From an optimization exercise on the open Yosys and OpenROAD flow, aimed at small area, a short achievable clock period and few clock cycles per item; shortcuts taken in it are not production practice. Function was checked by simulation only, so behaviour that the tests miss may differ from the original.

$ cat flow/design.v
module zlc_blkcomp (
    input  wire         clk,
    input  wire         rst,         
    input  wire         in_valid,
    output reg          in_ready,
    input  wire [255:0] in_x,        
    input  wire [2:0]   in_fmt,      
    input  wire [1:0]   in_rnd,      
    input  wire [63:0]  in_key,      
    input  wire [31:0]  in_tile_id,
    input  wire [31:0]  in_sstep,
    input  wire [31:0]  in_index,    
    output reg          out_valid,
    input  wire         out_ready,
    output reg  [7:0]   out_scale,
    output reg  [127:0] out_codes,   
    output reg  [4:0]   out_nnz
);
    reg [255:0] cx;
    reg [2:0]   cfmt;
    reg [1:0]   crnd;
    reg [63:0]  ckey;
    reg [31:0]  ctile, csstep, cindex;
    reg         cv;                  
    always @(posedge clk) begin
        cx     <= in_x;
        cfmt   <= in_fmt;
        crnd   <= in_rnd;
        ckey   <= in_key;
        ctile  <= in_tile_id;
        csstep <= in_sstep;
        cindex <= in_index;
        cv     <= in_valid & ~in_ready & ~rst;
    end
    reg [15:0] covr;
    integer e;
    always @(posedge clk)
        for (e = 0; e < 16; e = e + 1)
            case (in_fmt)
                3'd5:    covr[e] <= in_x[16*e +: 7] > 7'd64;
                3'd6:    covr[e] <= in_x[16*e +: 7] > 7'd126;
                default: covr[e] <= in_x[16*e +: 7] > 7'd96;
            endcase
    wire [7:0]        sc;
    wire              sc255;
    wire signed [9:0] skpc, sqn, sqs;
    zc_scale u_scale (.x(cx), .ovr(covr), .fmt(cfmt), .code(sc), .c255(sc255),
                      .kpc(skpc), .qn(sqn), .qs(sqs));
    reg [1:0] fb;
    always @(*) begin
        case (cfmt)
            3'd2:    fb = 2'd2;
            3'd3:    fb = 2'd3;
            3'd4:    fb = 2'd2;
            3'd5:    fb = 2'd1;
            default: fb = 2'd0;
        endcase
    end
    reg [7:0]        c_q;
    reg signed [9:0] kpc_q, qn_q, qs_q;
    reg [1:0]        fb_q;
    reg              c255_q;
    always @(posedge clk) begin
        c_q    <= sc;
        kpc_q  <= skpc;
        qn_q   <= sqn;
        qs_q   <= sqs;
        fb_q   <= fb;
        c255_q <= sc255;
    end
    reg        busy;
    reg [5:0]  k;                    
    wire       sr    = (crnd == 2'd2);
    wire       last  = sr ? (k == 6'd18) : (k == 6'd4);
    wire       start = cv & ~busy & (~out_valid | out_ready);
    always @(posedge clk) begin
        if (rst) begin
            busy      <= 1'b0;
            k         <= 6'd0;
            in_ready  <= 1'b0;
            out_valid <= 1'b0;
        end else begin
            if (start) begin
                busy <= 1'b1;
                k    <= 6'd1;
            end else if (busy) begin
                k <= last ? 6'd0 : k + 6'd1;
                if (last) busy <= 1'b0;
            end
            in_ready <= busy & (sr ? (k == 6'd16) : (k == 6'd2));
            if (busy & last)
                out_valid <= 1'b1;
            else if (out_ready)
                out_valid <= 1'b0;
        end
    end
    wire [4:0]  mn   = k[4:0];                   
    wire [4:0]  mbn  = k[4:0] - 5'd1;            
    wire [1:0]  rbn  = mbn[2:1];
    wire [1:0]  en   = {mn[3], mn[0]};           
    wire [31:0] c0   = csstep ^ 32'h6A5C_3B19;
    wire [31:0] d0   = {29'd0, cfmt} ^ 32'h1D8F_72E4;
    wire [31:0] bbase = cindex + ckey[63:32];
    wire [31:0] sbase = ctile + ckey[31:0];
    reg  [31:0] kr_q, s4, b4;
    always @(posedge clk) begin
        kr_q <= (rbn[0] ? ckey[63:32] : ckey[31:0]) + {30'd0, rbn};
        b4   <= bbase + {28'd0, en, 2'b00};
        s4   <= sbase + bbase + {28'd0, en, 2'b00};
    end
    wire [15:0] u [0:3];
    genvar g;
    generate
        for (g = 0; g < 4; g = g + 1) begin : lane
            reg        init_q;
            always @(posedge clk)
                init_q <= (mn[2:1] == 2'd0);
            wire [31:0] se = s4 + g;
            wire [31:0] be = b4 + g;
            wire [31:0] la;
            zc_mix4 u_lane (.clk(clk), .init(init_q), .s_e(se), .b_e(be),
                            .c0(c0), .d0(d0), .kr(kr_q), .a(la));
            assign u[g] = la[15:0] + ctile[15:0];
        end
    endgenerate
    wire [5:0] kq   = k - 6'd8;
    wire       srn_enc = (k >= 6'd8) & (kq[2:1] == 2'd0);
    wire [1:0] seln = sr ? {kq[3], kq[0]} : k[1:0];
    wire       busyn = start | (busy & ~last);
    wire [3:0] actn = (busyn & (~sr | srn_enc)) ? 4'b1111 : 4'b0000;
    reg [15:0] ex [0:3];
    reg [3:0]  act;
    reg [1:0]  sel;
    integer j;
    always @(posedge clk) begin
        for (j = 0; j < 4; j = j + 1)
            ex[j] <= cx[64*seln + 16*j +: 16];
        act <= actn;
        sel <= seln;
    end
    wire [7:0]  code [0:3];
    wire [3:0]  nz;
    generate
        for (g = 0; g < 4; g = g + 1) begin : enc
            zc_encode u_enc (
                .x    (ex[g]),
                .c255 (c255_q),
                .kpc  (kpc_q),
                .qn   (qn_q),
                .qs   (qs_q),
                .fb   (fb_q),
                .fmt  (cfmt),
                .rnd  (crnd),
                .u    (u[g]),
                .code (code[g]),
                .nz   (nz[g])
            );
        end
    endgenerate
    wire [2:0] cnt    = {2'b00, act[0] & nz[0]} + {2'b00, act[1] & nz[1]} +
                        {2'b00, act[2] & nz[2]} + {2'b00, act[3] & nz[3]};
    integer i;
    always @(posedge clk) begin
        if (start) begin
            out_nnz <= 5'd0;
        end else if (busy) begin
            out_scale <= c_q;
            out_nnz   <= out_nnz + {2'b00, cnt};
            for (i = 0; i < 16; i = i + 1)
                if (act[i % 4] && sel == i / 4)
                    out_codes[8*i +: 8] <= code[i % 4];
        end
    end
endmodule
module zc_scale (
    input  wire [255:0] x,       
    input  wire [15:0]  ovr,     
    input  wire [2:0]   fmt,     
    output wire [7:0]   code,
    output wire        c255,    
    output wire signed [9:0] kpc,  
    output wire signed [9:0] qn,   
    output wire signed [9:0] qs    
);
    function gt9;
        input [8:0] a, b;
        integer j;
        reg e;
        begin
            gt9 = 1'b0;
            e   = 1'b1;
            for (j = 8; j >= 0; j = j - 1) begin
                gt9 = gt9 | (e & a[j] & ~b[j]);
                e   = e & ~(a[j] ^ b[j]);
            end
        end
    endfunction
    reg  [8:0] key [0:15];
    reg        nonfin, anynz;
    integer i;
    always @(*) begin
        nonfin = 1'b0;
        anynz  = 1'b0;
        for (i = 0; i < 16; i = i + 1) begin
            if (x[16*i+7 +: 8] == 8'hFF) begin
                nonfin = 1'b1;
                key[i] = 9'd0;
            end else begin
                key[i] = {x[16*i+7 +: 8], ovr[i]};
                if (x[16*i +: 15] != 15'd0) anynz = 1'b1;
            end
        end
    end
    function [8:0] max4;
        input [8:0] k0, k1, k2, k3;
        reg g01, g02, g03, g12, g13, g23;
        begin
            g01 = gt9(k1, k0); g02 = gt9(k2, k0); g03 = gt9(k3, k0);
            g12 = gt9(k2, k1); g13 = gt9(k3, k1); g23 = gt9(k3, k2);
            max4 = ({9{~g01 & ~g02 & ~g03}} & k0) |
                   ({9{ g01 & ~g12 & ~g13}} & k1) |
                   ({9{ g02 &  g12 & ~g23}} & k2) |
                   ({9{ g03 &  g13 &  g23}} & k3);
        end
    endfunction
    wire [8:0] m1 [0:3];
    genvar g;
    generate
        for (g = 0; g < 4; g = g + 1) begin : l1
            assign m1[g] = max4(key[4*g], key[4*g+1], key[4*g+2], key[4*g+3]);
        end
    endgenerate
    wire [8:0] m4 = max4(m1[0], m1[1], m1[2], m1[3]);
    reg [3:0] emaxf;
    reg signed [9:0] kf;
    reg [1:0] fb;
    always @(*) begin
        case (fmt)
            3'd2:    begin emaxf = 4'd15; kf = -10'sd6;  fb = 2'd2; end
            3'd3:    begin emaxf = 4'd8;  kf =  10'sd1;  fb = 2'd3; end
            3'd4:    begin emaxf = 4'd4;  kf =  10'sd6;  fb = 2'd2; end
            3'd5:    begin emaxf = 4'd2;  kf =  10'sd9;  fb = 2'd1; end
            3'd6:    begin emaxf = 4'd6;  kf =  10'sd10; fb = 2'd0; end
            default: begin emaxf = 4'd2;  kf =  10'sd10; fb = 2'd0; end
        endcase
    end
    wire [9:0] sv   = {2'b00, m4[8:1]} - {6'd0, emaxf} + {9'd0, m4[0]};
    wire signed [9:0] kfe = kf - $signed({6'd0, emaxf});
    wire signed [9:0] kv2 = $signed({2'b00, m4[8:1]}) + kfe + $signed({9'd0, m4[0]});
    wire signed [9:0] qn2 = $signed({2'b00, m4[8:1]}) + (kfe - 10'sd10 + $signed({8'd0, fb})) + $signed({9'd0, m4[0]});
    wire signed [9:0] qs2 = $signed({2'b00, m4[8:1]}) + (kfe - 10'sd4 + $signed({8'd0, fb})) + $signed({9'd0, m4[0]});
    wire sp255 = nonfin && fmt != 3'd2;
    wire sp127 = !anynz;
    wire signed [9:0] ksp = sp255 ? kf + 10'sd255 : sp127 ? kf + 10'sd127 : kf;
    wire usek = !sp255 && !sp127 && !sv[9];
    assign code = sp255 ? 8'd255 : sp127 ? 8'd127 : sv[9] ? 8'd0 : sv[7:0];
    assign c255 = sp255;
    assign kpc  = usek ? kv2 : ksp;
    assign qn   = usek ? qn2 : ksp - 10'sd10 + $signed({8'd0, fb});
    assign qs   = usek ? qs2 : ksp - 10'sd4 + $signed({8'd0, fb});
endmodule
module zc_encode (
    input  wire [15:0] x,        
    input  wire        c255,     
    input  wire signed [9:0] kpc,  
    input  wire signed [9:0] qn,
    input  wire signed [9:0] qs,
    input  wire [1:0]  fb,       
    input  wire [2:0]  fmt,      
    input  wire [1:0]  rnd,      
    input  wire [15:0] u,        
    output reg  [7:0]  code,
    output wire        nz        
);
    wire       xs   = x[15];
    wire [7:0] xe   = x[14:7];
    wire [6:0] xf   = x[6:0];
    wire       norm = (xe != 8'd0);
    wire       nonf = (xe == 8'hFF);
    wire       is_int = fmt[2] & fmt[1];
    wire [7:0] sig  = {norm, xf};
    reg [2:0] lead;
    integer i;
    always @(*) begin
        lead = 3'd0;
        for (i = 0; i < 7; i = i + 1)
            if (xf[i]) lead = i[2:0];
    end
    wire signed [9:0] a_sh  = norm ? $signed({8'd0, ~fb}) + 10'sd7      
                                   : $signed({6'd0, {1'b0, lead} + 4'd3}) - $signed({8'd0, fb});
    wire signed [9:0] b_sh  = kpc - $signed({1'b0, norm ? xe : 8'd1});
    wire signed [9:0] diff  = norm ? $signed({2'b00, xe}) - qn : $signed({7'd0, lead}) - qs;
    wire              nrm_r = !is_int && (sig != 8'd0) && (diff > 10'sd0);
    wire signed [9:0] sh    = nrm_r ? a_sh : b_sh;
    wire [4:0]        shc   = sh[9] ? 5'd0 : (sh > 10'sd27) ? 5'd27 : sh[4:0];
    wire [26:0] wide0 = {sig, 3'b000, 16'd0};
    wire [26:0] wide  = wide0 >> shc;
    wire [7:0]  k     = wide[23:16];
    wire [15:0] t     = wide[15:0];
    reg sticky;
    always @(*) begin
        sticky = 1'b0;
        for (i = 0; i < 8; i = i + 1)
            if (sig[i] && ({1'b0, shc} > 6'd19 + i)) sticky = 1'b1;
    end
    reg up;
    always @(*) begin
        case (rnd)
            2'd0:    up = t[15] & ((|t[14:0]) | sticky | k[0]);
            2'd2:    up = (u < t);
            default: up = 1'b0;
        endcase
    end
    wire [7:0] base = nrm_r ? ({2'b00, diff[5:0]} << fb) : 8'd0;
    wire [7:0] bk   = base + k;
    wire [7:0] mag  = bk + {7'd0, up};
    wire [7:0] ks   = xs ? ~k : k;                  
    wire [7:0] ival = ks + {7'd0, xs ^ up};         
    always @(*) begin
        if (c255)
            code = 8'h00;
        else if (nonf)
            code = (xf != 7'd0) ? 8'h7E : {xs, 7'h7C};    
        else begin
            case (fmt)
                3'd2, 3'd3: code = {xs, mag[6:0]};
                3'd4:       code = {2'b00, xs, mag[4:0]};
                3'd5:       code = {4'b0000, xs, mag[2:0]};
                3'd6:       code = ival;
                default:    code = {4'b0000, ival[3:0]};
            endcase
        end
    end
    assign nz = c255 | nonf | (k != 8'd0) | up;
endmodule
module zc_mix4 (
    input  wire        clk,
    input  wire        init,
    input  wire [31:0] s_e,      
    input  wire [31:0] b_e,      
    input  wire [31:0] c0, d0,
    input  wire [31:0] kr,       
    output reg  [31:0] a
);
    reg  [31:0] b, c, d;             
    reg  [31:0] ha, hb, hc, hd;      
    reg  [31:0] a1, b1, c1, d1;
    always @(*) begin
        a1 = init ? s_e : a + b;
        d1 = (init ? d0 : d) ^ a1;  d1 = {d1[15:0], d1[31:16]};
        c1 = (init ? c0 : c) + d1;
        b1 = (init ? b_e : b) ^ c1; b1 = {b1[19:0], b1[31:20]};
    end
    reg  [31:0] a2, b2, c2, d2;
    always @(*) begin
        a2 = ha + hb;
        d2 = hd ^ a2;  d2 = {d2[23:0], d2[31:24]};
        c2 = hc + d2;
        b2 = hb ^ c2;  b2 = {b2[24:0], b2[31:25]};
        a2 = a2 + kr;
    end
    always @(posedge clk) begin
        ha <= a1;  hb <= b1;  hc <= c1;  hd <= d1;
        a  <= b2;  b  <= c2;  c  <= d2;  d  <= a2;
    end
endmodule
$ cat flow/run.sh
#!/bin/bash
# synth_recipe.tcl (not shown) runs the flow's synth.tcl, then flattens the netlist and writes it again
# the make line also repeats each setting of config.mk as NAME=value (left out here)
make -C /OpenROAD-flow-scripts/flow DESIGN_CONFIG=/design/flow/config.mk WORK_HOME=/design/flow/orfs CLKGATE_MAP_FILE= SYNTH_SCRIPT=/design/flow/synth_recipe.tcl finish
$ cat flow/config.mk
export PLATFORM = sky130hd
export DESIGN_NAME = zlc_blkcomp
export DESIGN_NICKNAME = zlc_blkcomp
export VERILOG_FILES = /design/flow/design.v
export SDC_FILE = /design/flow/constraint.sdc
export NUM_CORES = 4
export LEC_CHECK = 0
export CAP_MARGIN = 10
export CORE_MARGIN = 2
export CORE_UTILIZATION = 55
export SLEW_MARGIN = 10
$ cat flow/constraint.sdc
create_clock -name core_clock -period 40.0 [get_ports {clk}]
set_input_delay 8.0000 -clock core_clock [delete_from_list [all_inputs] [get_ports {clk}]]
set_output_delay 8.0000 -clock core_clock [all_outputs]
set_load 0.01 [all_outputs]
==> results.txt <==
cells by family after synthesis:
| logic type | after synthesis |
|---|---|
| buffers and inverters | 1297 |
| flip-flops | 1817 |
| XOR/XNOR | 1476 |
| adder cells (fa/ha/maj) | 1173 |
| multiplexers | 281 |
| AO/OA/AOI/OAI | 3218 |
| AND/OR/NAND/NOR | 3464 |
final cells by class:
class	instances	share of cell area
Sequential cell	1817	0.293
Tap cell	2688	0.0261
Clock inverter	111	0.0122
Timing Repair Buffer	732	0.0539
Clock buffer	251	0.0418
Inverter	890	0.0259
Antenna cell	84	0.00163
Multi-Input combinational cell	9612	0.546
critical path, delay by kind of cell, from the launching register on:
kind | cells | cell delay, ps
fa+ha+maj | 5 | 1490
mux | 2 | 1230
compound gates | 21 | 4900
xor+xnor | 2 | 300
flops | 1 | 340
buf+inv | 1 | 70
simple gates | 11 | 2240
layer usage:
| metal | part of all wire | global-route usage | up-vias |
|---|---|---|---|
| li1 | - | - | 46700 |
| met1 | 0.37 | 0.586 | 51000 |
| met2 | 0.40 | 0.646 | 7675 |
| met3 | 0.14 | 0.158 | 1844 |
| met4 | 0.081 | 0.318 | 42 |
| met5 | 0.00056 | 0 | - |
cell usage in the layout (no fill, tap or decap), types with 103 or more instances in the layout:
master	synthesis	routed
sky130_fd_sc_hd__dfxtp_1	1681	1679
sky130_fd_sc_hd__ha_1	1058	1057
sky130_fd_sc_hd__nor2_1	947	945
sky130_fd_sc_hd__inv_1	886	885
sky130_fd_sc_hd__xnor2_1	866	866
sky130_fd_sc_hd__a21oi_1	795	795
sky130_fd_sc_hd__nand2_1	785	785
sky130_fd_sc_hd__o21ai_0	787	783
sky130_fd_sc_hd__xor2_1	601	601
sky130_fd_sc_hd__clkdlybuf4s50_1	0	567
sky130_fd_sc_hd__nor3_1	316	314
sky130_fd_sc_hd__nand3_1	294	294
sky130_fd_sc_hd__clkbuf_16	0	194
sky130_fd_sc_hd__nand2b_1	180	180
sky130_fd_sc_hd__mux2i_1	172	172
sky130_fd_sc_hd__buf_4	3	161
sky130_fd_sc_hd__o21bai_1	160	160
sky130_fd_sc_hd__nor2b_1	154	154
sky130_fd_sc_hd__a21o_1	150	150
sky130_fd_sc_hd__edfxtp_1	136	136
sky130_fd_sc_hd__nand4_1	135	135
sky130_fd_sc_hd__a31oi_1	120	120
sky130_fd_sc_hd__or3_1	112	112
sky130_fd_sc_hd__o21a_1	105	105
sky130_fd_sc_hd__nor4_1	103	103
stage by stage:
stage | cell area, µm² | worst slack [ps] | std cells
2_1_floorplan | 113000 | 31010 | 12700
3_3_place_gp | 122000 | 29420 | 15700
3_5_place_dp | 122000 | 29430 | 15700
4_1_cts | 129000 | 29300 | 16100
5_1_grt | 129000 | 28200 | 16100
6_report | 129000 | 29050 | 16200
state kept, by name, summed over array words and instances, names as in the netlist, 128 cells and up:
register	flops
lane.u_lane.ha	128
cx	256
out_codes	128
lane.u_lane.d	128
lane.u_lane.c	128
lane.u_lane.b	128
lane.u_lane.hb	128
lane.u_lane.a	128
lane.u_lane.hc	128
lane.u_lane.hd	128
final timing paths:
check | from | end | slack [ps] | cells after the start
worst max-delay path | ex[3][11] | out_codes[94] | 29050 | 42
worst min-delay path | lane[2].u_lane.hd[9] | lane[2].u_lane.c[17] | 400 | 1
worst max register to register | ex[3][11] | out_codes[94] | 29050 | 42
worst min register to register | lane[2].u_lane.hd[9] | lane[2].u_lane.c[17] | 400 | 1
cell usage after synthesis, types with 32 or more instances:
cell type,instances
sky130_fd_sc_hd__a2111oi_0,33
sky130_fd_sc_hd__a211oi_1,90
sky130_fd_sc_hd__a21boi_0,94
sky130_fd_sc_hd__a21o_1,150
sky130_fd_sc_hd__a21oi_1,795
sky130_fd_sc_hd__a221oi_1,40
sky130_fd_sc_hd__a22oi_1,65
sky130_fd_sc_hd__a31oi_1,120
sky130_fd_sc_hd__a32oi_1,42
sky130_fd_sc_hd__and2_1,88
sky130_fd_sc_hd__and3_1,96
sky130_fd_sc_hd__buf_1,32
sky130_fd_sc_hd__buf_2,51
sky130_fd_sc_hd__clkbuf_1,314
sky130_fd_sc_hd__dfxtp_1,1681
sky130_fd_sc_hd__edfxtp_1,136
sky130_fd_sc_hd__fa_1,100
sky130_fd_sc_hd__ha_1,1058
sky130_fd_sc_hd__inv_1,886
sky130_fd_sc_hd__mux2_2,34
sky130_fd_sc_hd__mux2i_1,172
sky130_fd_sc_hd__mux4_2,69
sky130_fd_sc_hd__nand2_1,785
sky130_fd_sc_hd__nand2b_1,180
sky130_fd_sc_hd__nand3_1,294
sky130_fd_sc_hd__nand4_1,135
sky130_fd_sc_hd__nor2_1,947
sky130_fd_sc_hd__nor2b_1,154
sky130_fd_sc_hd__nor3_1,316
sky130_fd_sc_hd__nor4_1,103
sky130_fd_sc_hd__o2111ai_1,37
sky130_fd_sc_hd__o211ai_1,101
sky130_fd_sc_hd__o21a_1,105
sky130_fd_sc_hd__o21ai_0,787
sky130_fd_sc_hd__o21bai_1,160
sky130_fd_sc_hd__o221ai_1,39
sky130_fd_sc_hd__o22ai_1,58
sky130_fd_sc_hd__o31ai_1,67
sky130_fd_sc_hd__o41ai_1,41
sky130_fd_sc_hd__or2_2,64
sky130_fd_sc_hd__or3_1,112
sky130_fd_sc_hd__or4_1,44
sky130_fd_sc_hd__xnor2_1,866
sky130_fd_sc_hd__xor2_1,601
==> results.tsv <==
stage	metric	value	unit
worst_hold_path	Hold Crit Class	flop to flop	
cts	total clock buffers created by CTS	192	
global_route	number of global-route vias before repair	100000	
synth	top-area cell type share of the netlist area	0.298	
detailed_routing	antenna violation net count after detailed routing	0	
synth	biggest area consumer among synthesized cells	sky130_fd_sc_hd__dfxtp_1	
setup_path	critical path data required time	40540	ps
sta	worst hold slack after final layout	399	ps
synth	fraction of synthesized cell area in xor and xnor cells	0.116	
sta	total count of hold-check failures in the final report	0	
placement	Post-DP HPWL	401000	µm
finish	Filler Cell Count	17100	
synth	share of cell area taken by muxes after synthesis	0.0332	
sta	number of setup violations in the final report	0	
die	number of rows created at floorplan	166	
global_route	first-pass GRT wire length	698000	µm
finish	footprint of the multi-input gates	70400	µm²
synth	area share of fa/ha/maj cells after synthesis	0.136	
synth	main combinational cell family by area after synthesis	compound AO/OA/AOI/OAI gates	
sta	Max Freq	91.3	MHz
detailed_routing	Via Count	107000	
synth	Post-synth EDFFs	136	
finish	Register Area	37700	µm²
setup_path	CP peak stage delay	850	ps
cts	clock slew seen by the registers of the worst setup and hold paths	60	ps
sta	TNS Setup	0	ps
synth	Seq/Total Area, Yosys	0.334	
detailed_routing	First DRT Iteration DRCs	16200	
cts	maximum number of buffers from clock root to sink	3	
cts	number of H-tree branching levels	4	
setup_path	CP Class	flop to flop	
synth	synthesized flop and latch total	1817	
cts	number of clock sinks	1817	
global_route	total grt overflow	0	
sta	skew final	84.5	ps
cts	source-to-sink clock delay at the later pin of the worst-skew pair	910	ps
finish	proportion of layout cells with a drive suffix above 1	0.0583	
setup_path	arrival time of data at the critical path endpoint	11490	ps
cts	number of buffers added to fix hold violations after cts	0	
placement	count of input and output buffers	567	
setup_path	kind of end point of the critical path	flop	
synth	async set-or-reset flop fraction in the synthesized netlist	0	
sta	Final period util	0.274	
detailed_routing	number of iterations in the first detailed-routing pass	7	
detailed_routing	via density per instance	6.63	
synth	fraction of the mapped netlist area in simple logic gates	0.150	
run_status	result of the run	no timing/DRC/antenna violations	
run	max-cap violation count	0	
setup_path	type of element launching the critical path	flop	
sta	Final Critical Period	10950	ps
synth	cell area after technology mapping	113000	µm²
global_route	pin count of the biggest net entering global routing	156	
die	overall die area	209000	µm²
synth	synth warn	7	
detailed_routing	final routed DRC violation total	0	
global_route	gr usage total	0.459	
finish	net count of the finished layout	14800	
setup_path	slowest cell on the critical path	sky130_fd_sc_hd__mux2i_1	
synth	compound-cell area share of the yosys netlist	0.187	
synth	flip-flop cell with the highest count after synthesis	sky130_fd_sc_hd__dfxtp_1	
cts	library cell used as clock root buffer	sky130_fd_sc_hd__clkbuf_16	
synth	leading post-synthesis cells by cell area	sky130_fd_sc_hd__dfxtp_1 30%, sky130_fd_sc_hd__ha_1 12%, sky130_fd_sc_hd__xnor2_1 6.7%, sky130_fd_sc_hd__xor2_1 4.7%, sky130_fd_sc_hd__edfxtp_1 3.6%	
synth	post-synthesis instance total	12700	
die	Starting Density	0.553	
finish	core occupancy in the finished layout	0.631	
sta	Least-Margin Pin Slew	1410	ps
detailed_routing	Total Wirelength	500000	µm
die	Std-Cell Core Area	204000	µm²
cts	post-CTS setup buffers	0	
global_route	antenna violations before repair	113	
synth	Synth Net Count	14300	
synth	post-synthesis cell type count	123	
sta	number of pins with negative max-slew slack in the final report	0	
die	die width	457	µm
cts	TritonCTS clock tree	done	
sta	setup repair after global routing missed its margin	false	
cts	CTS resizes	0	
die	number of I/O pins	568	
placement	weighted congestion reported at the end of routability-driven placement	1.16	
finish	layout-stage area growth over the synthesis result	14.1	%
die	vertical extent of the die	457	µm
sta	worst relative slew slack	0.0584	
synth	Avg Synthesized Cell Area	8.88	µm²
setup_path	Max Fanout on Critical Path	27	
detailed_routing	post-DR wirelength/cell	30.9	µm
Testbench counts, summed over its fixed seeds: cycles 74,316, blocks 8,000.

==> re-timing with driven ports <==
The results above use ideal ports. As a check the final layout listed here was re-extracted and re-timed, cells and wires unchanged. Step 1 assumes that a clkbuf_16 drives the clock port and a buf_2 every other input. Step 2, shift: input delay + t, output delay - t, t = (earliest + latest rising clock arrival at the registers) / 2. This alone moves slack from input paths to output paths. Three values: no drivers, after step 1, after step 2; two values: the first two.
t, ns: 0.969
setup WS [ns]: 29.051 / 29.051 / 29.051
worst setup path at the end: register to register
After both steps setup and hold are still met in this run. The setup slack of this run moves by 0.000 ns with the drivers and by 0.000 ns with both steps.
